This design comes from an exercise in tuning for small area, a short achievable clock period and few clock cycles per item on the open sky130 flow, not from production work. In this exercise RTL edits were held to simulation tests only and were not proved equivalent to the original.

Setup of maple:
==> module kh64_hash, before the edit <==
module kh64_hash (
    input  wire         clk,
    input  wire         rst,
    input  wire         in_valid,
    output wire         in_ready,
    input  wire [127:0] in_key,
    output reg          out_valid,
    output wire [63:0]  out_kh
);
    localparam [31:0] IV0 = 32'h6a09e667, IV1 = 32'hbb67ae85,
                      IV2 = 32'h3c6ef372,
                      IV4 = 32'h510e527f, IV5 = 32'h9b05688c,
                      IV6 = 32'h1f83d9ab,
                      D0  = 32'h9cbf5a55;   
    reg  [5:0]  t;
    reg         load;       
    reg         last;       
    reg         first;      
    reg         busy;       
    reg         pend;       
    reg  [31:0] a, b, c, d, e, f, g;
    reg  [31:0] p;          
    reg  [31:0] w [0:15];   
    assign in_ready = load;
    wire accept = in_valid && load;
    assign out_kh = {b[7:0], b[15:8], b[23:16], b[31:24],
                     a[7:0], a[15:8], a[23:16], a[31:24]};
    wire [31:0] bsig1 = {e[5:0], e[31:6]} ^ {e[10:0], e[31:11]} ^ {e[24:0], e[31:25]};
    wire [31:0] bsig0 = {a[1:0], a[31:2]} ^ {a[12:0], a[31:13]} ^ {a[21:0], a[31:22]};
    wire [31:0] ch    = (e & f) ^ (~e & g);
    wire [31:0] maj   = (a & b) ^ (a & c) ^ (b & c);
    wire [31:0] s0m   = first ? 32'd0 : bsig0;
    wire [31:0] mjm   = first ? 32'd0 : maj;
    wire [31:0] u_s = p ^ ch ^ bsig1;
    wire [31:0] u_c = ((p & ch) | (p & bsig1) | (ch & bsig1)) << 1;
    wire [31:0] x2s = u_s ^ u_c ^ s0m;
    wire [31:0] x2c = ((u_s & u_c) | (u_s & s0m) | (u_c & s0m)) << 1;
    wire [31:0] x3s = x2s ^ x2c ^ mjm;
    wire [31:0] x3c = ((x2s & x2c) | (x2s & mjm) | (x2c & mjm)) << 1;
    wire [31:0] a_new = x3s + x3c;
    wire [31:0] y2s = u_s ^ u_c ^ d;
    wire [31:0] y2c = ((u_s & u_c) | (u_s & d) | (u_c & d)) << 1;
    wire [31:0] e_new = y2s + y2c;
    wire [31:0] k_rom;
    reg  [31:0] k_n;        
    sha256_k u_k (.t(t), .k(k_rom));
    wire [31:0] h_n = last ? 32'd0 : g;       
    wire [31:0] w_n = w[1];
    wire [31:0] z1s = h_n ^ k_n ^ w_n;
    wire [31:0] z1c = ((h_n & k_n) | (h_n & w_n) | (k_n & w_n)) << 1;
    wire [31:0] p_new = z1s + z1c;
    wire [31:0] w1  = w[1];
    wire [31:0] w14 = w[14];
    wire [31:0] ssig0 = {w1[6:0], w1[31:7]} ^ {w1[17:0], w1[31:18]} ^ {3'b000, w1[31:3]};
    wire [31:0] ssig1 = {w14[16:0], w14[31:17]} ^ {w14[18:0], w14[31:19]} ^ {10'd0, w14[31:10]};
    wire [31:0] s1s = ssig1 ^ w[9] ^ ssig0;
    wire [31:0] s1c = ((ssig1 & w[9]) | (ssig1 & ssig0) | (w[9] & ssig0)) << 1;
    wire [31:0] s2s = s1s ^ s1c ^ w[0];
    wire [31:0] s2c = ((s1s & s1c) | (s1s & w[0]) | (s1c & w[0])) << 1;
    wire [31:0] w_sched = s2s + s2c;
    wire sched_on = ~(t[5] & t[4]);
    wire [31:0] w_tail = (sched_on ? w_sched : 32'd0)
                       | {(t == 6'd52), 31'd0}
                       | {24'd0, last, 7'd0};
    wire [127:0] key_in = load ? in_key : 128'd0;
    integer i;
    always @(posedge clk) begin
        w[0] <= w[1];
        w[1] <= w[2] | {key_in[7:0],    key_in[15:8],    key_in[23:16],  key_in[31:24]};
        w[2] <= w[3] | {key_in[39:32],  key_in[47:40],   key_in[55:48],  key_in[63:56]};
        w[3] <= w[4] | {key_in[71:64],  key_in[79:72],   key_in[87:80],  key_in[95:88]};
        w[4] <= w[5] | {key_in[103:96], key_in[111:104], key_in[119:112], key_in[127:120]};
        for (i = 5; i < 15; i = i + 1)
            w[i] <= w[i+1];
        w[15] <= w_tail;
        p <= p_new;
        k_n <= k_rom;
        a <= a_new;
        b <= last ? IV1 + a : (first ? IV0 : a);
        c <= first ? IV1 : b;
        d <= last ? D0 : (first ? IV2 : c);
        e <= last ? IV4 : e_new;
        f <= last ? IV5 : e;
        g <= last ? IV6 : f;
        if (rst) begin
            t         <= 6'd48;
            load      <= 1'b0;
            last      <= 1'b0;
            first     <= 1'b0;
            busy      <= 1'b0;
            pend      <= 1'b0;
            out_valid <= 1'b0;
        end else begin
            t         <= t + 6'd1;
            load      <= (t == 6'd61);
            last      <= load;
            first     <= last;
            out_valid <= last & busy;
            if (load) pend <= accept;
            if (last) busy <= pend;
        end
    end
endmodule
export LEC_CHECK = 0
export CAP_MARGIN = 20
export CORE_MARGIN = 2
export CORE_UTILIZATION = 40
export SETUP_SLACK_MARGIN = 4.5
export SLEW_MARGIN = 20
create_clock -name core_clock -period 9.0 [get_ports {clk}]
run.sh (not shown) runs the stock make flow with config.mk's settings and CLKGATE_MAP_FILE= SYNTH_SCRIPT=/design/flow/synth_recipe.tcl, a recipe that flattens the netlist after the stock synthesis.
Testbench counts of maple, summed over its fixed seeds: cycles 131,208, items 2,048.
The following lists how delta was set up differently from maple:
--- a/flow/design.v
+++ b/flow/design.v
@@ -88,6 +88,8 @@
     reg         load;       
     reg         last;       
     reg         first;      
+    reg         first_s;    
+    reg         first_m;    
     reg         busy;       
     reg         pend;       
     reg  [31:0] a, b, c, d, e, f, g;
@@ -101,8 +103,8 @@
     wire [31:0] bsig0 = {a[1:0], a[31:2]} ^ {a[12:0], a[31:13]} ^ {a[21:0], a[31:22]};
     wire [31:0] ch    = (e & f) ^ (~e & g);
     wire [31:0] maj   = (a & b) ^ (a & c) ^ (b & c);
-    wire [31:0] s0m   = first ? 32'd0 : bsig0;
-    wire [31:0] mjm   = first ? 32'd0 : maj;
+    wire [31:0] s0m   = first_s ? 32'd0 : bsig0;
+    wire [31:0] mjm   = first_m ? 32'd0 : maj;
     wire [31:0] u_s = p ^ ch ^ bsig1;
     wire [31:0] u_c = ((p & ch) | (p & bsig1) | (ch & bsig1)) << 1;
     wire [31:0] x2s = u_s ^ u_c ^ s0m;
@@ -147,6 +149,7 @@
         w[15] <= w_tail;
         p <= p_new;
         k_n <= k_rom;
+        first_m <= last;    
         a <= a_new;
         b <= last ? IV1 + a : (first ? IV0 : a);
         c <= first ? IV1 : b;
@@ -159,6 +162,7 @@
             load      <= 1'b0;
             last      <= 1'b0;
             first     <= 1'b0;
+            first_s   <= 1'b0;
             busy      <= 1'b0;
             pend      <= 1'b0;
             out_valid <= 1'b0;
@@ -167,6 +171,7 @@
             load      <= (t == 6'd61);
             last      <= load;
             first     <= last;
+            first_s   <= (t == 6'd63);
             out_valid <= last & busy;
             if (load) pend <= accept;
             if (last) busy <= pend;
[summary]
- In summary, delta completed successfully, with a layout that passed the timing, DRC and antenna checks.
- Going from maple to delta, arrival time of the worst setup path increased by 0.08 ns relative to the old numbers; register-to-register slack decreased by 0.03 ns relative to the old numbers.
- delta vs maple, setup slack went down by 0.034 ns.
- Taking maple as the reference, in delta worst hold slack shows an increase of 0.0061 ns, number of enable flip-flop cells after synthesis now sits at about the same level.
Testbench counts of delta, summed over its fixed seeds: cycles 131,208, items 2,048.

[re-timing with driven ports]
The results above use ideal ports. As a check the final layouts listed here were re-extracted and re-timed, cells and wires unchanged. Step 1 sets driving cells, clkbuf_16 on the clock port and buf_2 on the other inputs (assumed; they add their load-dependent delay and slew). Step 2 moves the port delays by t, midway between the first and last clock arrival at a register: inputs arrive t later, outputs are due t later. That takes back most of the time a late clock gives input paths. Slacks: no drivers / after step 1 / after step 2; pairs: no drivers / after step 1.
run	t (ns)	setup slack, ns	latest minus earliest clock arrival (ns)	worst register clock-pin slew, ns	worst data-port slew with drivers (ns)
maple	0.717	4.355 / 4.355 / 4.355	0.054 / 0.054	0.06 / 0.06	0.06
delta	0.716	4.321 / 4.321 / 4.321	0.043 / 0.043	0.07 / 0.07	0.09
After both steps setup and hold are still met in every run listed.
